From an optimization exercise on the open Yosys and OpenROAD flow, aimed at small area, a short achievable clock period and few clock cycles; shortcuts taken in it are not production practice. Power and IR drop assume default switching activity.

Setup of v6:
==> module glk_rs_syn, before the edit <==
module glk_rs_syn (
    input  wire         clk,
    input  wire         en,
    input  wire         first,
    input  wire [9:0]   din,
    output wire [349:0] syn,      
    output wire         zero
);
    function [9:0] gf10_mul;
        input [9:0] a;
        input [9:0] b;
        reg   [19:0] p;
        integer i;
        begin
            p = 20'd0;
            for (i = 0; i < 10; i = i + 1)
                if (b[i])
                    p = p ^ ({10'd0, a} << i);
            for (i = 19; i >= 10; i = i - 1)
                if (p[i])
                    p = p ^ (20'h00409 << (i - 10));
            gf10_mul = p[9:0];
        end
    endfunction
    localparam [349:0] ROOT = {
        10'h0d1, 10'h26c, 10'h136, 10'h09b, 10'h249, 10'h320, 10'h190,
        10'h0c8, 10'h064, 10'h032, 10'h019, 10'h208, 10'h104, 10'h082,
        10'h041, 10'h224, 10'h112, 10'h089, 10'h240, 10'h120, 10'h090,
        10'h048, 10'h024, 10'h012, 10'h009, 10'h200, 10'h100, 10'h080,
        10'h040, 10'h020, 10'h010, 10'h008, 10'h004, 10'h002, 10'h001
    };
    reg  [349:0] s;
    reg  [349:0] t;                       
    reg  [349:0] nxt;
    assign syn = s;
    integer j;
    always @(*)
        for (j = 0; j < 35; j = j + 1) begin
            t[10*j +: 10]   = gf10_mul(s[10*j +: 10], ROOT[10*j +: 10]);
            nxt[10*j +: 10] = (t[10*j +: 10] & {10{~first}}) ^ din;
        end
    reg  [9:0] all1, all0;
    integer k;
    always @(*)
        for (k = 0; k < 10; k = k + 1) begin
            all1[k] = 1'b1;
            all0[k] = 1'b1;
            for (j = 0; j < 35; j = j + 1) begin
                all1[k] = all1[k] &  t[10*j + k];
                all0[k] = all0[k] & ~t[10*j + k];
            end
        end
    assign zero = &((din & all1) | (~din & all0));
    always @(posedge clk)
        if (en)
            s <= nxt;
endmodule
export LEC_CHECK = 0
export CAP_MARGIN = 20
export CORE_MARGIN = 2
export CORE_UTILIZATION = 40
export SETUP_SLACK_MARGIN = 3.0
export SLEW_MARGIN = 40
create_clock -name core_clock -period 5.5 [get_ports {clk}]
run.sh (not shown) runs the stock make flow with config.mk's settings and CLKGATE_MAP_FILE= SYNTH_SCRIPT=/design/flow/synth_recipe.tcl, a recipe that flattens the netlist after the stock synthesis.
v6 ran to completion and came out clean on the timing, DRC and antenna checks.
The inputs of v7 differ from those of v6 as listed below.
--- a/flow/design.v
+++ b/flow/design.v
@@ -94,4 +94,5 @@
     reg  [349:0] t;                       
     reg  [349:0] nxt;
+    reg  [349:0] cmp;                     
     assign syn = s;
     integer j;
@@ -99,18 +100,8 @@
         for (j = 0; j < 35; j = j + 1) begin
             t[10*j +: 10]   = gf10_mul(s[10*j +: 10], ROOT[10*j +: 10]);
+            cmp[10*j +: 10] = t[10*j +: 10] ^ din;
             nxt[10*j +: 10] = (t[10*j +: 10] & {10{~first}}) ^ din;
         end
-    reg  [9:0] all1, all0;
-    integer k;
-    always @(*)
-        for (k = 0; k < 10; k = k + 1) begin
-            all1[k] = 1'b1;
-            all0[k] = 1'b1;
-            for (j = 0; j < 35; j = j + 1) begin
-                all1[k] = all1[k] &  t[10*j + k];
-                all0[k] = all0[k] & ~t[10*j + k];
-            end
-        end
-    assign zero = &((din & all1) | (~din & all0));
+    assign zero = ~|cmp;
     always @(posedge clk)
         if (en)
Findings:
Relative to v6, post-detailed-routing wire length has gone up in v7. Vias: v7 more than v6. Comparing v6 and v7, the higher fraction of the mapped netlist area in compound gates is on v7. Per the comparison of v7 with v6, final core utilization now sits lower; total power draw fell by 1.5%. [compare] base=v6 new=v7: clock-buffer cell count has increased, met2 layer usage reported by global route shows an increase of 0.68 points.
No functional check of the RTL was part of any run of this note.

========
== the baseline ==
glk_fec, a different RTL version from the one above (not shown whole).
For scale: about 3600 cells after synthesis, ~520 I/O pins, about 47000 µm² of cells after synthesis.
==> module glk_rs_enc, before the edit <==
module glk_rs_enc (
    input  wire       clk,
    input  wire       msg,
    input  wire       shift,
    input  wire       msg_n,
    input  wire [9:0] din_n,
    output wire [9:0] par_top
);
    function [9:0] gf10_mul;
        input [9:0] a;
        input [9:0] b;
        reg   [19:0] p;
        integer i;
        begin
            p = 20'd0;
            for (i = 0; i < 10; i = i + 1)
                if (b[i])
                    p = p ^ ({10'd0, a} << i);
            for (i = 19; i >= 10; i = i - 1)
                if (p[i])
                    p = p ^ (20'h00409 << (i - 10));
            gf10_mul = p[9:0];
        end
    endfunction
    localparam [349:0] GEN = {
        10'h366, 10'h3fc, 10'h352, 10'h15b, 10'h23d, 10'h0d7, 10'h066,
        10'h0a7, 10'h308, 10'h27d, 10'h0e9, 10'h1cc, 10'h132, 10'h175,
        10'h0cc, 10'h20d, 10'h242, 10'h37e, 10'h3e3, 10'h2fd, 10'h382,
        10'h2fd, 10'h2e3, 10'h0af, 10'h3df, 10'h07e, 10'h036, 10'h2f3,
        10'h04c, 10'h00e, 10'h37d, 10'h34c, 10'h0a9, 10'h0bb, 10'h07b
    };
    reg  [349:0] par;                     
    reg  [9:0]   fb;                      
    reg  [349:0] nxt;
    assign par_top = par[349:340];
    integer i;
    always @(*) begin
        nxt[9:0] = gf10_mul(fb, GEN[9:0]);
        for (i = 1; i < 35; i = i + 1)
            nxt[10*i +: 10] = par[10*(i-1) +: 10] ^ gf10_mul(fb, GEN[10*i +: 10]);
    end
    always @(posedge clk) begin
        if (msg | shift)
            par <= nxt;
        fb <= (din_n ^ ((msg | shift) ? nxt[349:340] : par[349:340])) & {10{msg_n}};
    end
endmodule
==> module glk_fec, before the edit <==
module glk_fec (
    input  wire         clk,
    input  wire         rst,
    input  wire         tx_in_valid,
    output wire         tx_in_ready,
    input  wire [9:0]   tx_in_data,
    input  wire         tx_in_reseed,
    input  wire [57:0]  tx_seed,
    output reg          tx_out_valid,
    output reg  [9:0]   tx_out_data,
    input  wire         rx_in_valid,
    input  wire [9:0]   rx_in_data,
    input  wire         rx_in_reseed,
    input  wire [57:0]  rx_seed,
    output reg          rx_out_valid,
    output reg  [9:0]   rx_out_data,
    output reg          rx_done,
    output wire         rx_ok,
    output wire [349:0] rx_syn
);
    localparam [8:0] N_MSG  = 9'd325;
    localparam [8:0] N_LAST = 9'd359;
    reg  [8:0] tx_cnt;
    reg        tx_rdy;
    reg        tx_fl;
    wire       tx_acc   = tx_in_valid & tx_rdy;
    wire       tx_step  = tx_acc | ~tx_rdy;
    wire       tx_load  = tx_acc & tx_in_reseed & (tx_cnt == 9'd0) & ~rst;
    wire [8:0] tx_cnxt  = (tx_cnt == N_LAST) ? 9'd0 : tx_cnt + 9'd1;
    wire [9:0] tx_ks;
    assign tx_in_ready = tx_rdy;
    reg        tx_v1;                     
    reg        tx_p1;                     
    reg        tx_o1;                     
    reg  [9:0] tx_d1;
    wire [9:0] tx_ptop;
    glk_scrambler_ld u_tx_scr (
        .clk  (clk),
        .step (tx_v1 | tx_p1),
        .load (tx_load),
        .seed (tx_seed),
        .ks   (tx_ks)
    );
    glk_rs_enc u_enc (
        .clk     (clk),
        .msg     (tx_v1),
        .shift   (tx_p1),
        .msg_n   (tx_acc & ~rst),
        .din_n   (tx_in_data),
        .par_top (tx_ptop)
    );
    always @(posedge clk) begin
        if (rst) begin
            tx_cnt       <= N_MSG;
            tx_rdy       <= 1'b0;
            tx_fl        <= 1'b1;
            tx_v1        <= 1'b0;
            tx_p1        <= 1'b0;
            tx_o1        <= 1'b0;
            tx_out_valid <= 1'b0;
        end else begin
            if (tx_step) begin
                tx_cnt <= tx_cnxt;
                tx_rdy <= (tx_cnxt < N_MSG);
                if (tx_cnt == N_LAST)
                    tx_fl <= 1'b0;
            end
            tx_v1        <= tx_acc;
            tx_p1        <= ~tx_rdy;
            tx_o1        <= tx_step & ~tx_fl;
            tx_out_valid <= tx_o1;
        end
        tx_d1       <= tx_in_data;
        tx_out_data <= (tx_p1 ? tx_ptop : tx_d1) ^ tx_ks;
    end
    reg  [8:0] rx_cnt;
    reg  [9:0] rx_d1;
    reg        rx_v1, rx_f1, rx_l1;
    reg  [9:0] rx_okr;                    
    wire       rx_first = (rx_cnt == 9'd0);
    wire       rx_load  = rx_in_valid & rx_in_reseed & rx_first;
    wire [9:0] rx_ks;
    wire [9:0] rx_zero;
    glk_scrambler u_rx_scr (
        .clk  (clk),
        .step (rx_in_valid),
        .load (rx_load),
        .seed (rx_seed),
        .ks   (rx_ks)
    );
    glk_rs_syn u_syn (
        .clk   (clk),
        .en    (rx_v1),
        .first (rx_f1),
        .din   (rx_d1),
        .syn   (rx_syn),
        .zero  (rx_zero)
    );
    assign rx_ok = &rx_okr;
    always @(posedge clk) begin
        if (rst) begin
            rx_cnt       <= 9'd0;
            rx_out_valid <= 1'b0;
            rx_v1        <= 1'b0;
            rx_done      <= 1'b0;
        end else begin
            rx_out_valid <= rx_in_valid & (rx_cnt < N_MSG);
            rx_v1        <= rx_in_valid;
            rx_done      <= rx_v1 & rx_l1;
            if (rx_in_valid)
                rx_cnt <= (rx_cnt == N_LAST) ? 9'd0 : rx_cnt + 9'd1;
        end
        rx_f1       <= rx_first;
        rx_l1       <= (rx_cnt == N_LAST);
        rx_out_data <= rx_in_data ^ rx_ks;
        rx_d1       <= (rx_in_data ^ rx_ks) & {10{rx_in_valid}};
        rx_okr      <= rx_zero;
    end
endmodule
export LEC_CHECK = 0
export CAP_MARGIN = 20
export CORE_MARGIN = 2
export CORE_UTILIZATION = 40
export SETUP_SLACK_MARGIN = 2.9
export SLEW_MARGIN = 40
create_clock -name core_clock -period 5.5 [get_ports {clk}]
standard.sh (not shown) runs the stock make flow with config.mk's settings and CLKGATE_MAP_FILE= SYNTH_SCRIPT=/design/flow/synth_recipe.tcl, a recipe that flattens the netlist after the stock synthesis.
==> flow/flow/run.sh <==
#!/bin/bash
# Standard layout, with smaller port buffers and a clock tree without dummy
# loads.  Each tool's output goes to a log file in this folder.
export BUFFER_PORTS_ARGS="-buffer_cell sky130_fd_sc_hd__buf_1"
export CTS_ARGS="-sink_clustering_enable -repair_clock_nets -dont_use_dummy_load -sink_clustering_size 20 -sink_clustering_max_diameter 100"
bash standard.sh > standard.log 2>&1
Here is what was changed in the inputs of the candidate compared with the baseline.
diff --git a/flow/design.v b/flow/design.v
--- a/flow/design.v
+++ b/flow/design.v
@@ -57,24 +57,30 @@
         10'h0cc, 10'h20d, 10'h242, 10'h37e, 10'h3e3, 10'h2fd, 10'h382,
         10'h2fd, 10'h2e3, 10'h0af, 10'h3df, 10'h07e, 10'h036, 10'h2f3,
         10'h04c, 10'h00e, 10'h37d, 10'h34c, 10'h0a9, 10'h0bb, 10'h07b
     };
     reg  [349:0] par;                     
     reg  [9:0]   fb;                      
+    reg  [9:0]   fb_lo;                   
     reg  [349:0] nxt;
+    wire [9:0]   top_n;                   
     assign par_top = par[349:340];
     integer i;
     always @(*) begin
-        nxt[9:0] = gf10_mul(fb, GEN[9:0]);
-        for (i = 1; i < 35; i = i + 1)
+        nxt[9:0] = gf10_mul(fb_lo, GEN[9:0]);
+        for (i = 1; i < 17; i = i + 1)
+            nxt[10*i +: 10] = par[10*(i-1) +: 10] ^ gf10_mul(fb_lo, GEN[10*i +: 10]);
+        for (i = 17; i < 35; i = i + 1)
             nxt[10*i +: 10] = par[10*(i-1) +: 10] ^ gf10_mul(fb, GEN[10*i +: 10]);
     end
+    assign top_n = (msg | shift) ? nxt[349:340] : par[349:340];
     always @(posedge clk) begin
         if (msg | shift)
             par <= nxt;
-        fb <= (din_n ^ ((msg | shift) ? nxt[349:340] : par[349:340])) & {10{msg_n}};
+        fb    <= (din_n ^ top_n) & {10{msg_n}};
+        fb_lo <= (din_n & {10{msg_n}}) ^ (top_n & {10{msg_n}});
     end
 endmodule
 module glk_rs_syn (
     input  wire         clk,
     input  wire         en,
     input  wire         first,
@@ -206,13 +212,13 @@
         tx_d1       <= tx_in_data;
         tx_out_data <= (tx_p1 ? tx_ptop : tx_d1) ^ tx_ks;
     end
     reg  [8:0] rx_cnt;
     reg  [9:0] rx_d1;
     reg        rx_v1, rx_f1, rx_l1;
-    reg  [9:0] rx_okr;                    
+    reg  [4:0] rx_okr;                    
     wire       rx_first = (rx_cnt == 9'd0);
     wire       rx_load  = rx_in_valid & rx_in_reseed & rx_first;
     wire [9:0] rx_ks;
     wire [9:0] rx_zero;
     glk_scrambler u_rx_scr (
         .clk  (clk),
@@ -244,9 +250,9 @@
                 rx_cnt <= (rx_cnt == N_LAST) ? 9'd0 : rx_cnt + 9'd1;
         end
         rx_f1       <= rx_first;
         rx_l1       <= (rx_cnt == N_LAST);
         rx_out_data <= rx_in_data ^ rx_ks;
         rx_d1       <= (rx_in_data ^ rx_ks) & {10{rx_in_valid}};
-        rx_okr      <= rx_zero;
-    end
-endmodule
+        rx_okr      <= rx_zero[9:5] & rx_zero[4:0];
+    end
+endmodule
Notes after the runs:
Cmp the candidate vs the baseline: required arrival time at the worst endpoint higher in the candidate
The maximum single-stage delay on the critical path of the candidate exceeds that of the baseline by 0.27 ns.
The final reports for the candidate and the baseline show total routing usage reported by global routing lower in the former.
The number of global-route vias before repair reported for the candidate is greater than that of the baseline by about 1%.
Post-synthesis sequential area ratio ended up 0.67 points lower on the candidate than on the baseline.
Compare the baseline and the candidate | static leakage higher: the candidate
The candidate: all stages complete, timing, DRC and antenna checks passed
The candidate does better than the baseline on worst path setup slack after routing.
No run of this note included a check of the RTL's function; only the layout flow was run.

-- separate check: timing with driven ports --
The results above use ideal ports. As a check the final layouts listed here were re-extracted and re-timed, cells and wires unchanged. Step 1 (the two cells are an assumption about what drives the block):
set clk [get_ports {clk}]
set_driving_cell -lib_cell sky130_fd_sc_hd__clkbuf_16 $clk
set_driving_cell -lib_cell sky130_fd_sc_hd__buf_2 [delete_from_list [all_inputs] $clk]
Step 2 moves the port delays by t, midway between the first and last clock arrival at a register: inputs arrive t later, outputs are due t later. That takes back most of the time a late clock gives input paths. Slacks: no drivers / after step 1 / after step 2; pairs: no drivers / after step 1.
run | shift t [ns] | setup WS [ns] | worst hold slack (ns) | worst data-port slew with drivers (ns) | pins driven straight from the clock port
v6 | 0.762 | 2.500 / 2.500 / 2.343 | 0.417 / 0.417 / 0.417 | 0.10 | 1
v7 | 0.759 | 2.680 / 2.680 / 2.295 | 0.426 / 0.426 / 0.426 | 0.11 | 1
the baseline | 0.730 | 2.755 / 2.686 / 2.353 | 0.424 / 0.424 / 0.424 | 0.10 | 1
the candidate | 0.713 | 2.845 / 2.790 / 2.336 | 0.425 / 0.425 / 0.425 | 0.10 | 1
After both steps setup and hold are still met in every run listed. The setup slack of the candidate, which loses most, moves by -0.055 ns with the drivers and by -0.509 ns with both steps.
